Context: an optimization exercise on an open-source flow, tuned for small area, a short achievable clock period and few clock cycles per item. The choices shown serve that exercise and are no tape-out recipe.
In this exercise RTL edits were held to simulation tests only and were not proved equivalent to the original.

**design.v**
```verilog
module filt_fma (
    input  wire        clk,
    input  wire        as,
    input  wire [7:0]  ae,
    input  wire [35:0] ad,
    input  wire [31:0] b,
    input  wire [31:0] c,
    output reg  [31:0] r
);
    wire        pz1  = (ae == 8'd0) | (b[30:23] == 8'd0);
    wire [47:0] prod1;
    filt_mul24 mul (.mf(b[22:0]), .d(ad), .p(prod1));
    wire [9:0]  pe1  = {2'b0, ae} + {2'b0, b[30:23]} - 10'd127;
    reg  [51:0] q_pf;
    reg  [9:0]  q_pe;
    reg         q_sp, q_pz;
    always @(posedge clk) begin
        q_pf   <= prod1[47] ? {2'b00, prod1, 2'b00} : {1'b0, prod1, 3'b000};
        q_pe   <= prod1[47] ? pe1 + 10'd1 : pe1;
        q_sp   <= as ^ b[31];
        q_pz   <= pz1;
    end
    wire        sc  = c[31];
    wire        cz  = (c[30:23] == 8'd0);
    wire [9:0]  ce  = {2'b0, c[30:23]};
    wire [9:0]  dpc = q_pe - ce;
    wire [9:0]  dcp = ce - q_pe;
    wire [51:0] cfield = {2'b00, 1'b1, c[22:0], 26'd0};
    wire        deq  = (dpc == 10'd0);
    wire        pge  = (q_pf >= cfield);
    wire        pbig = ~q_pz & (cz | (~dpc[9] & ~deq) | (deq & pge));
    wire [51:0] big   = pbig ? q_pf : ((q_pz & cz) ? 52'd0 : cfield);
    wire [51:0] smll = (q_pz | cz) ? 52'd0 : (pbig ? cfield : q_pf);
    wire        sbig  = pbig ? q_sp : sc;
    wire        ssml  = pbig ? sc : q_sp;
    wire [9:0]  ebig  = pbig ? q_pe : ce;
    wire [9:0]  diff  = pbig ? dpc : dcp;
    wire [5:0]  sh    = (diff[9:6] != 4'd0) ? 6'd63 : diff[5:0];
    wire [51:0] al     = smll >> sh;
    wire [51:0] lomask = ~({52{1'b1}} << sh);
    wire        sticky = |(smll & lomask);
    wire [51:0] als    = {al[51:1], al[0] | sticky};
    wire        sub    = sbig ^ ssml;
    wire [50:0] sum2;
    filt_add51 add (.a(big[50:0]), .b(als[50:0] ^ {51{sub}}), .ci(sub), .s(sum2));
    reg  [50:0] q_sum;
    reg         q_sbig, q_zs;
    reg  [9:0]  q_eb;
    always @(posedge clk) begin
        q_sum  <= sum2;
        q_sbig <= sbig;
        q_eb   <= ebig;
        q_zs   <= q_pz & cz & q_sp & sc;
    end
    wire [52:0] mag  = {2'b00, q_sum};
    wire        sres = q_sbig;
    reg  [5:0]  lz;
    integer     i;
    always @* begin
        lz = 6'd53;
        for (i = 0; i <= 52; i = i + 1)
            if (mag[i]) lz = 6'd52 - i[5:0];
    end
    wire [52:0]        norm   = mag << lz;
    wire [52:0]        nmask = {53{1'b1}} >> ({1'b0, lz} + 7'd25);
    wire signed [11:0] er     = $signed({{2{q_eb[9]}}, q_eb}) + 12'sd3 - $signed({6'd0, lz});
    wire [23:0]        mant   = norm[52:29];
    wire               rnd    = norm[28];
    wire               stk    = |(mag & nmask);
    wire               rup    = rnd & (stk | mant[0]);
    wire [24:0]        mant_r = {1'b0, mant} + {24'd0, rup};
    wire signed [11:0] ef     = mant_r[24] ? (er + 12'sd1) : er;
    always @* begin
        if (mag == 53'd0)
            r = {q_zs, 31'd0};
        else if (er < 12'sd0)
            r = {sres, 31'd0};
        else if (er == 12'sd0)
            r = (mant == 24'hFFFFFF) ? {sres, 8'd1, 23'd0} : {sres, 31'd0};
        else if (ef >= 12'sd255)
            r = {sres, 8'hFE, 23'h7FFFFF};
        else
            r = {sres, ef[7:0], mant_r[24] ? 23'd0 : mant_r[22:0]};
    end
endmodule
module filt_benc (
    input  wire [22:0] f,
    output reg  [35:0] d
);
    wire [26:0] fx = {3'b001, f, 1'b0};
    integer i;
    always @* begin
        for (i = 0; i < 12; i = i + 1) begin
            d[3*i]   = fx[2*i+1] ^ fx[2*i];
            d[3*i+1] = (fx[2*i+2] & ~fx[2*i+1] & ~fx[2*i]) | (~fx[2*i+2] & fx[2*i+1] & fx[2*i]);
            d[3*i+2] = fx[2*i+2] & ~(fx[2*i+1] & fx[2*i]);
        end
    end
endmodule
module filt_mul24 (
    input  wire [22:0] mf,
    input  wire [35:0] d,
    output wire [47:0] p
);
    wire [23:0] m = {1'b1, mf};
    reg  [47:0] rows [0:12];
    reg  [47:0] nrow;
    reg  [24:0] mag;
    reg  [24:0] pp;
    reg         sg, db, ng;
    integer i;
    always @* begin
        nrow = 48'd0;
        for (i = 0; i < 13; i = i + 1) begin
            if (i < 12) begin
                sg = d[3*i];
                db = d[3*i+1];
                ng = d[3*i+2];
            end else begin
                sg = 1'b1;
                db = 1'b0;
                ng = 1'b0;
            end
            mag = ({25{sg}} & {1'b0, m}) | ({25{db}} & {m, 1'b0});
            pp  = mag ^ {25{ng}};
            if (i == 0)
                rows[i] = {20'd0, ~ng, ng, ng, pp};
            else
                rows[i] = {21'd0, 1'b1, ~ng, pp} << (2*i);
            nrow = nrow | ({47'd0, ng} << (2*i));
        end
    end
    function [95:0] csa;
        input [47:0] x, y, z;
        begin
            csa[47:0]  = x ^ y ^ z;
            csa[95:48] = {(x[46:0] & y[46:0]) | (x[46:0] & z[46:0]) | (y[46:0] & z[46:0]), 1'b0};
        end
    endfunction
    wire [95:0] l1a = csa(rows[0],  rows[1],  rows[2]);
    wire [95:0] l1b = csa(rows[3],  rows[4],  rows[5]);
    wire [95:0] l1c = csa(rows[6],  rows[7],  rows[8]);
    wire [95:0] l1d = csa(rows[9],  rows[10], rows[11]);
    wire [95:0] l2a = csa(l1a[47:0], l1a[95:48], l1b[47:0]);
    wire [95:0] l2b = csa(l1b[95:48], l1c[47:0], l1c[95:48]);
    wire [95:0] l2c = csa(l1d[47:0], l1d[95:48], rows[12]);
    wire [95:0] l3a = csa(l2a[47:0], l2a[95:48], l2b[47:0]);
    wire [95:0] l3b = csa(l2b[95:48], l2c[47:0], l2c[95:48]);
    wire [95:0] l4a = csa(l3a[47:0], l3a[95:48], l3b[47:0]);
    wire [95:0] l5a = csa(l4a[47:0], l4a[95:48], l3b[95:48]);
    wire [95:0] l6a = csa(l5a[47:0], l5a[95:48], nrow);
    assign p = l6a[47:0] + l6a[95:48];
endmodule
module filt_add51 (
    input  wire [50:0] a,
    input  wire [50:0] b,
    input  wire        ci,
    output wire [50:0] s
);
    assign s = a + b + {50'd0, ci};
endmodule
module filt_engine (
    input  wire        clk,
    input  wire        rst,
    input  wire        cfg_we,
    input  wire [4:0]  cfg_addr,
    input  wire [31:0] cfg_data,
    input  wire        in_valid,
    output wire        in_ready,
    input  wire [23:0] in_x,
    input  wire        in_missing,
    input  wire        in_last,
    output reg         out_valid,
    output wire [31:0] out_y,
    output wire [31:0] out_peak,
    output wire        out_gap
);
    localparam [31:0] ONE  = 32'h3F80_0000;
    localparam [31:0] NZER = 32'h8000_0000;
    reg [31:0] cb0 [0:3];
    reg [31:0] cb1 [0:3];
    reg [31:0] cb2 [0:3];
    reg [31:0] ca1 [0:3];
    reg [31:0] ca2 [0:3];
    reg [31:0] scale_r;
    reg [31:0] offset_r;
    reg [2:0]  nbq_r;
    reg [10:0] dec_r;
    reg        we_r;
    reg [4:0]  wa_r;
    reg [31:0] wd_r;
    always @(posedge clk) begin
        we_r <= cfg_we;
        wa_r <= cfg_addr;
        wd_r <= cfg_data;
    end
    integer k;
    always @(posedge clk) begin
        if (we_r) begin
            for (k = 0; k < 4; k = k + 1) begin
                if (wa_r == 5*k + 0) cb0[k] <= wd_r;
                if (wa_r == 5*k + 1) cb1[k] <= wd_r;
                if (wa_r == 5*k + 2) cb2[k] <= wd_r;
                if (wa_r == 5*k + 3) ca1[k] <= {~wd_r[31], wd_r[30:0]};
                if (wa_r == 5*k + 4) ca2[k] <= {~wd_r[31], wd_r[30:0]};
            end
            if (wa_r == 5'd20) scale_r  <= wd_r;
            if (wa_r == 5'd21) offset_r <= wd_r;
            if (wa_r == 5'd22) nbq_r    <= wd_r[2:0];
            if (wa_r == 5'd23) dec_r    <= wd_r[10:0];
        end
    end
    reg rst_r;
    always @(posedge clk)
        rst_r <= rst;
    reg [5:0] ph;
    always @(posedge clk) begin
        if (rst_r) ph <= 6'b000001;
        else     ph <= {ph[4:0], ph[5]};
    end
    wire [5:0] slA = ph;
    wire [5:0] slB = {ph[2:0], ph[5:3]};
    reg        rdy;
    reg        iv_r, im_r, il_r;
    reg [23:0] ix_r;
    reg [23:0] x_prev;
    assign in_ready = rdy;
    always @(posedge clk) begin
        rdy  <= ~rst & ~rst_r & ph[5];
        iv_r <= in_valid & rdy;
        im_r <= in_missing;
        il_r <= in_last;
        ix_r <= in_x;
    end
    wire        acc  = iv_r;
    wire [23:0] x24  = im_r ? x_prev : ix_r;
    wire        xneg = x24[23];
    wire [23:0] xmag = xneg ? (~x24 + 24'd1) : x24;
    reg  [4:0]  xlz;
    reg  [23:0] xnorm;
    reg  [31:0] xf;
    integer     n;
    always @* begin
        xlz = 5'd24;
        for (n = 0; n <= 23; n = n + 1)
            if (xmag[n]) xlz = 5'd23 - n[4:0];
        xnorm = xmag << xlz;
        if (x24 == 24'd0)
            xf = 32'd0;
        else
            xf = {xneg, 8'd150 - {3'd0, xlz}, xnorm[22:0]};
    end
    always @(posedge clk) begin
        if (rst_r)
            x_prev <= 24'd0;
        else if (acc)
            x_prev <= x24;
    end
    reg [2:0] tgA, tgB, tgC;
    always @(posedge clk) begin
        if (rst_r) begin
            tgA <= 3'd0; tgB <= 3'd0; tgC <= 3'd0;
        end else if (ph[1]) begin
            tgA <= {acc, il_r, im_r};
            tgB <= tgA;
            tgC <= tgB;
        end
    end
    reg [3:0] act;
    always @(posedge clk) begin
        if (rst_r) act <= 4'd0;
        else begin
            if (ph[0]) act[0] <= tgA[2] & (nbq_r > 3'd0);
            if (ph[3]) act[1] <= tgB[2] & (nbq_r > 3'd1);
            if (ph[0]) act[2] <= tgB[2] & (nbq_r > 3'd2);
            if (ph[3]) act[3] <= tgC[2] & (nbq_r > 3'd3);
        end
    end
    wire [31:0] res [0:3];     
    reg  [8:0]  opa [0:3];     
    reg  [35:0] opd [0:3];     
    reg  [31:0] opb [0:3];
    reg  [31:0] opc [0:3];
    reg  [31:0] s1  [0:3];
    reg  [31:0] s2  [0:3];
    reg  [3:0]  z1, z2;        
    genvar j;
    generate
        for (j = 0; j < 4; j = j + 1) begin : u
            wire [5:0] sl  = (j % 2 == 0) ? slA : slB;
            wire       byp = (nbq_r <= j);
            wire [31:0] xin;
            wire        xld;
            if (j == 0) begin : x_first
                assign xin = res[1];
                assign xld = sl[4];
            end else begin : x_next
                assign xin = res[j-1];
                assign xld = sl[5];
            end
            wire [31:0] an = ({32{sl[5] & ~byp}} & cb0[j])
                           | ({32{sl[5] &  byp}} & ONE)
                           | ({32{sl[0]}} & cb1[j])
                           | ({32{sl[1]}} & cb2[j])
                           | ({32{sl[2]}} & ca1[j])
                           | ({32{sl[3]}} & ca2[j])
                           | ((j == 1) ? ({32{sl[4]}} & scale_r) : 32'd0);
            wire [35:0] adg;
            filt_benc benc (.f(an[22:0]), .d(adg));
            always @(posedge clk) begin
                opa[j] <= an[31:23];
                opd[j] <= adg;
                if (xld) opb[j] <= xin;
                if (sl[2]) opb[j] <= res[j];
                if (j == 1 && sl[4]) opb[j] <= xf;
                opc[j] <= ({32{sl[0] & ~byp & ~z1[j]}} & s1[j])
                        | ({32{sl[1] & ~z2[j]}} & s2[j])
                        | ({32{sl[3] | sl[4]}} & res[j])
                        | ((j == 1) ? ({32{sl[5]}} & offset_r) : 32'd0)
                        | {(sl[0] & byp) | sl[2], 31'd0};
                if (sl[5] & act[j]) s1[j] <= res[j];
                if (sl[0] & act[j]) s2[j] <= res[j];
                if (rst_r) begin
                    z1[j] <= 1'b1;
                    z2[j] <= 1'b1;
                end else begin
                    if (sl[5] & act[j]) z1[j] <= 1'b0;
                    if (sl[0] & act[j]) z2[j] <= 1'b0;
                end
            end
            filt_fma fma (.clk(clk), .as(opa[j][8]), .ae(opa[j][7:0]), .ad(opd[j]),
                          .b(opb[j]), .c(opc[j]), .r(res[j]));
        end
    endgenerate
    reg [31:0] out_r;
    reg [31:0] pk;
    reg        gap;
    reg        clr;      
    reg [10:0] dc;
    wire [31:0] ax      = {1'b0, opb[3][30:0]};
    wire [31:0] pkc     = clr ? 32'd0 : pk;
    wire [10:0] dc_inc  = dc + 11'd1;
    wire        dec_hit = (dc_inc == dec_r);
    wire        eos     = ph[0] & tgC[2];
    always @(posedge clk) begin
        if (rst | rst_r)
            out_valid <= 1'b0;
        else
            out_valid <= eos & tgC[1];
        if (rst_r) begin
            out_r     <= 32'd0;
            dc        <= 11'd0;
            clr       <= 1'b1;
        end else begin
            if (eos) begin
                pk  <= (ax > pkc) ? ax : pkc;
                gap <= (~clr & gap) | tgC[0];
                clr <= tgC[1];
                dc  <= dec_hit ? 11'd0 : dc_inc;
                if (dec_hit) out_r <= opb[3];
            end
        end
    end
    assign out_y    = out_r;
    assign out_peak = pk;
    assign out_gap  = gap;
endmodule
```
**config.mk**
```make
export PLATFORM = sky130hd
export DESIGN_NAME = filt_engine
export DESIGN_NICKNAME = filt_engine
export VERILOG_FILES = /design/flow/design.v
export SDC_FILE = /design/flow/constraint.sdc
export NUM_CORES = 4
export LEC_CHECK = 0
export CAP_MARGIN = 20
export CORE_MARGIN = 2
export CORE_UTILIZATION = 45
export SLEW_MARGIN = 20
export SYNTH_HIERARCHICAL = 1
```
**constraint.sdc**
```tcl
create_clock -name core_clock -period 40.0 [get_ports {clk}]
set_input_delay 8.0000 -clock core_clock [delete_from_list [all_inputs] [get_ports {clk}]]
set_output_delay 8.0000 -clock core_clock [all_outputs]
set_load 0.01 [all_outputs]
```
**run.sh**
```bash
#!/bin/bash
# synth_recipe.tcl (not shown) runs the flow's synth.tcl, then flattens the netlist and writes it again
# the make line also repeats each setting of config.mk as NAME=value (left out here)
make -C /OpenROAD-flow-scripts/flow DESIGN_CONFIG=/design/flow/config.mk WORK_HOME=/design/flow/orfs CLKGATE_MAP_FILE= SYNTH_SCRIPT=/design/flow/synth_recipe.tcl finish
```
==> results.cfg, run 1 <==
[yosys]
ys_seq_area_share_pct = 26.4
synth_fa_ha_area_share_pct = 17.8
yosysWarnings = 33
yosys-top-cells-area = edfxtp_1, fa_1, dfxtp_1, ha_1, xnor2_1
netlist_top_cells_count = nand2_1, inv_1, xnor2_1, a22oi_1, a21oi_1
ys_ff_latch = 2098
synth_area_sq_mm = 0.202
synth_top_area_share_pct = 16.8
syn_area_per_cell_sq_um = 9.03
synth_ff_type = edfxtp_1
synth-compound-area-share_pct = 21.2
synth_edf_count = 1135
yosys.area.top_type = edfxtp_1
synth_async_sr_flop_share_pct = 0
synth_simple_gate_area_share_pct = 13.8
muxShareOfSynthArea_pct = 5.61
synth_most_common_cell = nand2_1
ys_types = 152
syn_inst = 22400
synth_top_family_by_area = compound AO/OA/AOI/OAI gates
synthXorXnorAreaFrac_pct = 8.78

[global_route]
grt_max_degree = 170
antenna_found_initial = 48
grt_overflow = 0
grt_pass1_vias = 170000
grt_use_total_pct = 32.0
grt_pass1_wl_um = 1120000

[detailed_routing]
wl_per_cell_um = 27.1
via_per_inst = 6.35
drc = 0
drt_iter0_markers = 22000
vias = 177000
totalWireLength_um = 755000
ant_nets = 0
dr.pass1.iters = 12

[clock_network]
clk_pin_slew_ns = 0.06
ctsLongestPathBuffers = 4
clock_latency_ns = 1.01
cts_hold_buf = 0
clockRootBuffer = clkbuf_16
post_cts_resize_count = 0
cts_setup_buffers = 0
cts_sinks = 2098
cts.htree.levels = 4
cts_tree = done
numCtsBuffers = 232

[worst_setup_path]
crit_start = pk[6]
setup.worst_path.start_class = flip-flop
worst_path_max_delay_cell = clkdlybuf4s50_1
r2r_start = opc[3][24]
cp_num_buf_inv = 1
crit_path_end_kind = output port
path_max_fanout = 2
cpPeakStageDelay_ns = 0.63
rr_endpoint = u[3].fma.q_sum[44]
cp.arrival_ns = 1.98
critical_path.endpoint = out_peak[6]
crit_type = flip-flop to output port
crit_required_ns = 32.00
rrSetupSlack_ns = 30.65
path_delay_family = buffers and inverters
path_cells = clkdlybuf4s50_1
path_depth = 1
rr_worst_depth = 30

[floorplan]
start_util_pct = 45.1
coreArea_sq_mm = 0.448
pin_count = 134
rows = 246
die_x_um = 675
die_area_sq_mm = 0.455
die_y_um = 675

[timing]
finalHoldViolCount = 0
setup_viol = 0
fin_skew_ns = 0.114
tightest_slew_ns = 1.27
rsz0062_at_grt = no
fmax_mhz = 100
slew_headroom_pct = 15.3
period_needed_ns = 9.98
fin_crit_sh_pct = 25.0
slew_violations = 0
setup_tns_ns = 0
whs_ns = 0.438

[cells_and_area]
fill_cells = 42900
finalNetCount = 24100
final_cells = 27900
seq_area_sq_mm = 0.0534
area_delta_synth_final_pct = 7.33
drive_above_1_share_pct = 9.37
multi_input_area_sq_mm = 0.137
post-route-util_pct = 48.4

[placement]
routabilityCongestion = 0.996
hpwlAfterDp_um = 558000
dp_cells = 27500
io_buffers = 133

[run_status]
outcome = complete, no violations

[worst_hold_path]
hp-class = flip-flop to flip-flop

[flow_run]
drv_cap = 0
## worst min-delay path, delay by kind of cell, from the launching register on
| kind | cells | cell delay (ns) |
|---|---|---|
| compound gates | 1 | 0.06 |
| flops | 1 | 0.33 |
| simple gates | 1 | 0.08 |
## cell usage in the layout (no fill, tap or decap), drive strengths merged, types with 305 or more instances in the layout
master	instances
o21ai	971
ha	1186
mux2i	648
edfxtp	1135
clkbuf	305
fa	1060
xor2	430
nand3	621
buf	495
dfxtp	963
xnor2	1599
mux2	409
nand2	1904
inv	1713
a21oi	1319
nor2	1217
a22oi	1349
nor3	382
## metrics by stage
step | setup slack (ns) | instance area [sq um]
after floorplan | 31.59 | 202000
after global placement | 31.02 | 209000
after detailed placement | 30.98 | 209000
after CTS | 29.97 | 217000
after global routing | 29.98 | 217000
final | 30.02 | 217000
## registers in the layout (all words and copies together) (netlist names), 36 cells and up
name         flops
u.fma.q_pe      40
opc            128
u.fma.q_sum    204
cb1            128
opb            128
s2             128
opd            144
s1             128
ca2            128
cb2            128
ca1            128
cb0            128
u.fma.q_pf     192
u.fma.q_eb      40
opa             36
## layout make-up
class	count	area share, %
flip-flops and latches	2098	24.6
clock buffers	305	3.00
diodes	21	0.0242
clock inverters	130	0.669
inverters	1708	2.96
repair buffers	628	2.42
multi-input cells	17100	62.9
well taps	5952	3.43
## how the worst min path moves through the flow
stage	endpoint	start	slack (ns)	cells past startpoint
floorplan	u[0].fma.q_sp	opa[0][8]	0.41	1
global placement	opc[1][7]	s1[1][7]	0.43	2
detailed placement	opc[1][28]	s1[1][28]	0.44	2
CTS	opa[3][5]	ca1[3][28]	0.44	2
global route	u[0].fma.q_sp	opb[0][31]	0.46	1
finish	opa[3][5]	ca1[3][28]	0.44	2
## per-module statistics from Yosys (local to each module, per instance)
module,cell area (sq um),flops+latches,copies in the design,cells
filt_add51,2830,0,4,405
filt_fma,17400,123,4,2456
filt_benc,429,0,4,58
filt_mul24,15600,0,4,1736
filt_engine,57400,1606,1,3796
## cells by family after synthesis
group,count (synthesis)
simple gates,5704
buf+inv,3251
xor+xnor,2029
mux,1065
flops,2098
compound gates,6015
other cells,4
fa+ha+maj,2250
## layer usage
metal | GRT usage [%] | part of all wire (%) | vias to the layer above
li1 | - | - | 79500
met1 | 45.3 | 43 | 87400
met2 | 48.6 | 43 | 8998
met3 | 5.87 | 9.4 | 1501
met4 | 12.0 | 4.2 | 6
met5 | 0 | 0.0054 | -
Testbench counts, summed over its fixed seeds: cycles 12,421, items 2,048.
==> run 2: changes to the inputs <==
--- a/config.mk
+++ b/config.mk
@@ -8,5 +8,7 @@
 export CAP_MARGIN = 20
 export CORE_MARGIN = 2
 export CORE_UTILIZATION = 45
+export CTS_CLUSTER_DIAMETER = 100
+export CTS_CLUSTER_SIZE = 20
 export SLEW_MARGIN = 20
 export SYNTH_HIERARCHICAL = 1
==> run 2 against run 1 <==
Fmax is 0.89% higher. Critical path type unchanged. Synthesized cell count did not move. Via count down 0.41%. Critical path depth is the same. Worst setup slack improved by 0.089 ns. Flip-flop and latch count unchanged.
==> results.cfg, run 2 <==
[cells_and_area]
area_delta_synth_final_pct = 5.63
final_cell_mix = nand2_1, inv_1, xnor2_1
finalNetCount = 24000
design_area_sq_mm = 0.214
top_regs = u.fma.q_sum: 204 flops, u.fma.q_pf: 192 flops, opd: 144 flops
fill_cells = 43200
regMostFlops = u.fma.q_sum
final_common_cell = nand2_1
final_cells = 27700
drive_above_1_share_pct = 8.59
largest_reg_flops = 204

[yosys]
yosys-top-cells-area = edfxtp_1, fa_1, dfxtp_1, ha_1, xnor2_1
synth_most_common_cell = nand2_1
ys_seq_area_share_pct = 26.4
yosysWarnings = 33
synth_area_sq_mm = 0.202
ys_ff_latch = 2098
netlist_top_cells_count = nand2_1, inv_1, xnor2_1, a22oi_1, a21oi_1
syn_area_per_cell_sq_um = 9.03
synth_edf_count = 1135
synth_top_area_share_pct = 16.8
synth_ff_type = edfxtp_1
syn_inst = 22400
ys_types = 152
synth_async_sr_flop_share_pct = 0
yosys.area.top_type = edfxtp_1

[worst_setup_path]
rr_worst_depth = 30
path_depth = 1
rrSetupSlack_ns = 30.74
rr_endpoint = u[3].fma.q_sum[44]
worst_path_max_delay_cell = clkdlybuf4s50_1
crit_type = flip-flop to output port
path_max_fanout = 2
setup.worst_path.start_class = flip-flop
cp.arrival_ns = 1.89
critical_path.endpoint = out_peak[3]
r2r_start = opc[3][24]
path_delay_family = buffers and inverters
crit_path_end_kind = output port
crit_start = pk[3]
cpPeakStageDelay_ns = 0.62
path_cells = clkdlybuf4s50_1
cp_num_buf_inv = 1
crit_required_ns = 32.00

[floorplan]
die_y_um = 675
rows = 246
die_area_sq_mm = 0.455
pin_count = 134
start_util_pct = 45.1
die_x_um = 675
coreArea_sq_mm = 0.448

[detailed_routing]
ant_nets = 0
wl_per_cell_um = 27.2
route.layer.met1.wl_um = 323000
route.met2.wl_um = 325000
drt_iter0_markers = 21200
dr.pass1.iters = 10
via_per_inst = 6.37
maxUsedRoutingLayer = met5
vias = 177000
totalWireLength_um = 753000
drc = 0
met3WireLength_um = 72400

[clock_network]
cts.htree.levels = 4
clk_pin_slew_ns = 0.08
cts_sinks = 2098
cts_tree = done
ctsLongestPathBuffers = 4
numCtsBuffers = 143
cts_setup_buffers = 0
cts_hold_buf = 0
post_cts_resize_count = 0
clock_latency_ns = 0.92
clockRootBuffer = clkbuf_16

[global_route]
antenna_found_initial = 52
grt_pass1_wl_um = 1120000
grt_overflow = 0
grt_use_total_pct = 31.9
grt_max_degree = 170
grt_pass1_vias = 169000

[worst_hold_path]
hp-class = flip-flop to flip-flop

[placement]
io_buffers = 133
dp_cells = 27500
routabilityCongestion = 0.996
dpl-instance-area_sq_mm = 0.209
hpwlAfterDp_um = 558000
post-place-ws_ns = 30.98

[timing]
slew_violations = 0
setup_ws_ns = 30.11
fmax_mhz = 101
finalHoldViolCount = 0
fin_crit_sh_pct = 24.7
tightest_slew_ns = 1.26
setup_viol = 0
rsz0062_at_grt = no
setup_tns_ns = 0
period_needed_ns = 9.90
fin_skew_ns = 0.0501
slew_headroom_pct = 14.6

[flow_run]
drv_cap = 0

[run_status]
outcome = complete, no violations
## run 2: changes by cell type in the layout (fill, tap and decap cells not counted), moves of 7 or more
cell        before  now
clkbuf_1        37   64
clkinv_2        36    7
clkbuf_8        30    2
clkinvlp_4      16    2
inv_6           19    4
clkbuf_16      238  144
diode_2         21   13
bufinv_16       17    3
clkinv_1        42   19
clkinv_8         1    8
## run 2: worst min path at each step
stage / from / endpoint / cells after the start
6_report: il_r / tgA[1] / 2
2_1_floorplan: opa[0][8] / u[0].fma.q_sp / 1
4_1_cts: s2[0][27] / opc[0][27] / 2
5_1_grt: opb[0][31] / u[0].fma.q_sp / 1
3_5_place_dp: s1[1][28] / opc[1][28] / 2
3_3_place_gp: s1[1][7] / opc[1][7] / 2
## run 2: per-module statistics from Yosys (local to each module, per instance)
module | area [sq um] | flip-flops and latches | times used
filt_benc | 429 | 0 | 4
filt_mul24 | 15600 | 0 | 4
filt_fma | 17400 | 123 | 4
filt_engine | 57400 | 1606 | 1
filt_add51 | 2830 | 0 | 4
## run 2: layout make-up
class,instances,area (sq um),area share [%]
Antenna cell,13,32.5,0.0152
Clock inverter,42,666,0.311
Timing Repair Buffer,628,5250,2.45
Inverter,1708,6420,3.00
Multi-Input combinational cell,17100,137000,63.9
Sequential cell,2098,53400,25.0
Clock buffer,210,3870,1.81
Tap cell,5952,7450,3.48
## run 2: per-stage QoR
stage,util [%],hold slack (ns)
after floorplan,-,0.406
after global placement,46.6,0.434
after detailed placement,46.6,0.435
after CTS,47.6,0.439
after global routing,47.7,0.458
final,47.7,0.446
## run 2: cells by family (layout without fill, tap and decap cells)
kind of cell | after synthesis | in the layout | synth area share [%]
fa+ha+maj | 2250 | 2250 | 17.8
other cells | 4 | 29 | 0.00742
mux | 1065 | 1065 | 5.61
simple gates | 5704 | 5704 | 13.8
xor+xnor | 2029 | 2029 | 8.78
flops | 2098 | 2098 | 26.4
compound gates | 6015 | 6015 | 21.2
buf+inv | 3251 | 2588 | 6.44
## run 2: routing by layer
layer | track usage (%) | up-vias
li1 | - | 79200
met1 | 45.2 | 87200
met2 | 48.4 | 8808
met3 | 5.84 | 1452
met4 | 11.9 | 12
met5 | 0 | -

re-timing with driven ports:
No port has a modelled driver above. Below, the same layouts with a new extraction and two added sets of constraints.
Step 1: set_driving_cell puts a clkbuf_16 on clk and a buf_2 on each other input, an assumption about the parent block.
Step 2, shift: input delay + t, output delay - t, t = (earliest + latest rising clock arrival at the registers) / 2. This alone moves slack from input paths to output paths.
Three values: no drivers, after step 1, after step 2; two values: the first two.
run	t (ns)	slack for setup (ns)	worst setup path at the end
run 1	1.079	30.016 / 29.896 / 30.646	register to register
run 2	1.012	30.105 / 29.986 / 30.737	register to register
After both steps every run listed still meets setup and hold.
